This design comes from an exercise in tuning for small area on the open sky130 flow, not from production work. Power and IR drop assume default switching activity.

## almanac
module almanac (
    input  wire        clk,
    input  wire        rst_n,        
    input  wire        xtal_edge,    
    input  wire        lock,         
    input  wire        bus_wr,
    input  wire        bus_rd,
    input  wire [4:0]  bus_addr,     
    input  wire [31:0] bus_wdata,
    output reg  [31:0] bus_rdata,
    output reg         bus_rvalid,
    output wire [47:0] count_o,
    output wire        wake
);
Size: about 2600 cells after synthesis, ~130 I/O pins, about 40000 um^2 of cells after synthesis.
export LEC_CHECK = 0
export CAP_MARGIN = 20
export CORE_MARGIN = 2
export CORE_UTILIZATION = 40
export CTS_BUF_LIST = sky130_fd_sc_hd__clkbuf_8
export CTS_CLUSTER_DIAMETER = 50
export CTS_CLUSTER_SIZE = 16
export PLACE_DENSITY = 0.6
export SLEW_MARGIN = 20
create_clock -name core_clock -period 14.0 [get_ports {clk}]
run.sh (not shown) runs the stock make flow with config.mk's settings and CLKGATE_MAP_FILE= SYNTH_SCRIPT=/design/flow/synth_recipe.tcl, a recipe that flattens the netlist after the stock synthesis.
The starting point completed with no timing, DRC or antenna violations.
Next try:
Settings changed: CTS_BUF_LIST sky130_fd_sc_hd__clkbuf_8 to default, CTS_CLUSTER_DIAMETER 50 to default, CTS_CLUSTER_SIZE 16 to default.
Effect: The new run passed the timing, DRC and antenna checks. Utilization goes up by 1.3 points. Power goes up by about 14%. Design area rises by 2.8%. Non-clock buffer count stays the same. Register-to-register slack degrades by 0.04 ns. Fmax decreases by about 0.46%. Sequential power hardly moves. Count of clock-buffer cells in the layout goes up by 17.
Next try:
==> flow/flow/run.sh (new file) <==
#!/bin/bash
set -euo pipefail
export BUFFER_PORTS_ARGS="-buffer_cell sky130_fd_sc_hd__buf_1"
export CTS_ARGS="-sink_clustering_enable -repair_clock_nets -dont_use_dummy_load -buf_list sky130_fd_sc_hd__clkbuf_8 -sink_clustering_size 16 -sink_clustering_max_diameter 50"
bash standard.sh > standard_flow.log 2>&1
==> flow/standard.sh (new file) <==
#!/bin/bash
# synth_recipe.tcl (not shown) runs the flow's synth.tcl, then flattens the netlist and writes it again
# the make line also repeats each setting of config.mk as NAME=value (left out here)
make -C /OpenROAD-flow-scripts/flow DESIGN_CONFIG=/design/flow/config.mk WORK_HOME=/design/flow/orfs CLKGATE_MAP_FILE= SYNTH_SCRIPT=/design/flow/synth_recipe.tcl "${@:-finish}"
Settings changed: CTS_BUF_LIST from default to sky130_fd_sc_hd__clkbuf_8, CTS_CLUSTER_DIAMETER from default to 50, CTS_CLUSTER_SIZE from default to 16.
removed: flow/run.sh
Synthesized area is unchanged.
Via count shrinks by 0.45%.
Hold slack gets better by 0.0055 ns.
Global-route usage shrinks by 0.29 points.
Cell count shrinks by 2.0%.
Wire length shrinks by 0.73%.
Core utilization shrinks by 2.9 points.
Die area does not change.
Register-to-register slack gets better by 0.12 ns.
Total power shrinks by 19%.
Function was not checked in any run of this note: the RTL went through the layout flow alone.

Setup of the reference run:
almanac, a different RTL version from the one above (not shown whole).
For scale: ~2400 cells after synthesis, about 1000 flip-flops.
==> flow/config.mk <==
export PLATFORM = sky130hd
export DESIGN_NAME = almanac
export DESIGN_NICKNAME = almanac
export VERILOG_FILES = /design/flow/design.v
export SDC_FILE = /design/flow/constraint.sdc
export NUM_CORES = 4
export LEC_CHECK = 0
export CAP_MARGIN = 20
export CORE_MARGIN = 2
export CORE_UTILIZATION = 40
export CTS_BUF_LIST = sky130_fd_sc_hd__clkbuf_8
export CTS_CLUSTER_DIAMETER = 50
export CTS_CLUSTER_SIZE = 16
export PLACE_DENSITY = 0.6
export SLEW_MARGIN = 20
==> flow/constraint.sdc <==
create_clock -name core_clock -period 14.0 [get_ports {clk}]
set_input_delay 2.8000 -clock core_clock [delete_from_list [all_inputs] [get_ports {clk}]]
set_output_delay 2.8000 -clock core_clock [all_outputs]
set_load 0.01 [all_outputs]
standard.sh (not shown) runs the stock make flow with config.mk's settings and CLKGATE_MAP_FILE= SYNTH_SCRIPT=/design/flow/synth_recipe.tcl, a recipe that flattens the netlist after the stock synthesis.
==> flow/flow/run.sh <==
#!/bin/bash
set -euo pipefail
export BUFFER_PORTS_ARGS="-buffer_cell sky130_fd_sc_hd__buf_1"
export CTS_ARGS="-sink_clustering_enable -repair_clock_nets -dont_use_dummy_load -buf_list sky130_fd_sc_hd__clkbuf_8 -sink_clustering_size 16 -sink_clustering_max_diameter 50"
bash standard.sh > standard_flow.log 2>&1
The reference run: all stages done; final checks FAILED (setup timing).
Modified inputs, the trial run compared to the reference run
==> flow/flow/run.sh <==
#!/bin/bash
set -euo pipefail
export BUFFER_PORTS_ARGS="-buffer_cell sky130_fd_sc_hd__buf_1"
export CTS_ARGS="-sink_clustering_enable -repair_clock_nets -dont_use_dummy_load -buf_list sky130_fd_sc_hd__clkbuf_16 -sink_clustering_size 32 -sink_clustering_max_diameter 80"
bash standard.sh > standard_flow.log 2>&1
[summary]
Status the trial run: flow complete, layout not clean - setup timing
Relative to the reference run, the final cycle utilization of the critical path of the trial run is higher by 0.15 points.
Re post-CTS resize count: the trial run is 2 up on the reference run.
The layout filler cell count of the reference run and that of the trial run are within noise of each other.
Side by side, summed negative setup slack over all endpoints turned out lower in the trial run than in the reference run.
Function was not checked in any run of this note: the RTL went through the layout flow alone.

separate check: timing with driven ports:
No port has a modelled driver above. Below, the same layouts with a new extraction and two added sets of constraints.
Step 1: set_driving_cell puts a clkbuf_16 on clk and a buf_2 on each other input, an assumption about the parent block.
Step 2 adds t to the input delays and takes it off the output delays; t is the mean of the earliest and latest rising clock arrival at the registers after step 1. Input paths then give back, and output paths get back, about the clock's delay inside the block.
Three values: ideal ports, drivers, drivers and shift; two values: the first two.
run | t (ns) | slack for setup (ns) | hold WS [ns]
the first run of note 1 | 0.824 | 5.900 / 5.900 / 5.900 | 0.372 / 0.372 / 0.372
the second run of note 1 | 0.730 | 5.863 / 5.863 / 5.863 | 0.370 / 0.370 / 0.370
the third run of note 1 | 0.790 | 5.986 / 5.986 / 5.986 | 0.376 / 0.376 / 0.376
the reference run | 0.772 | -0.493 / -0.493 / -0.493 | 0.373 / 0.373 / 0.373
the trial run | 0.676 | -0.514 / -0.514 / -0.514 | 0.379 / 0.379 / 0.379
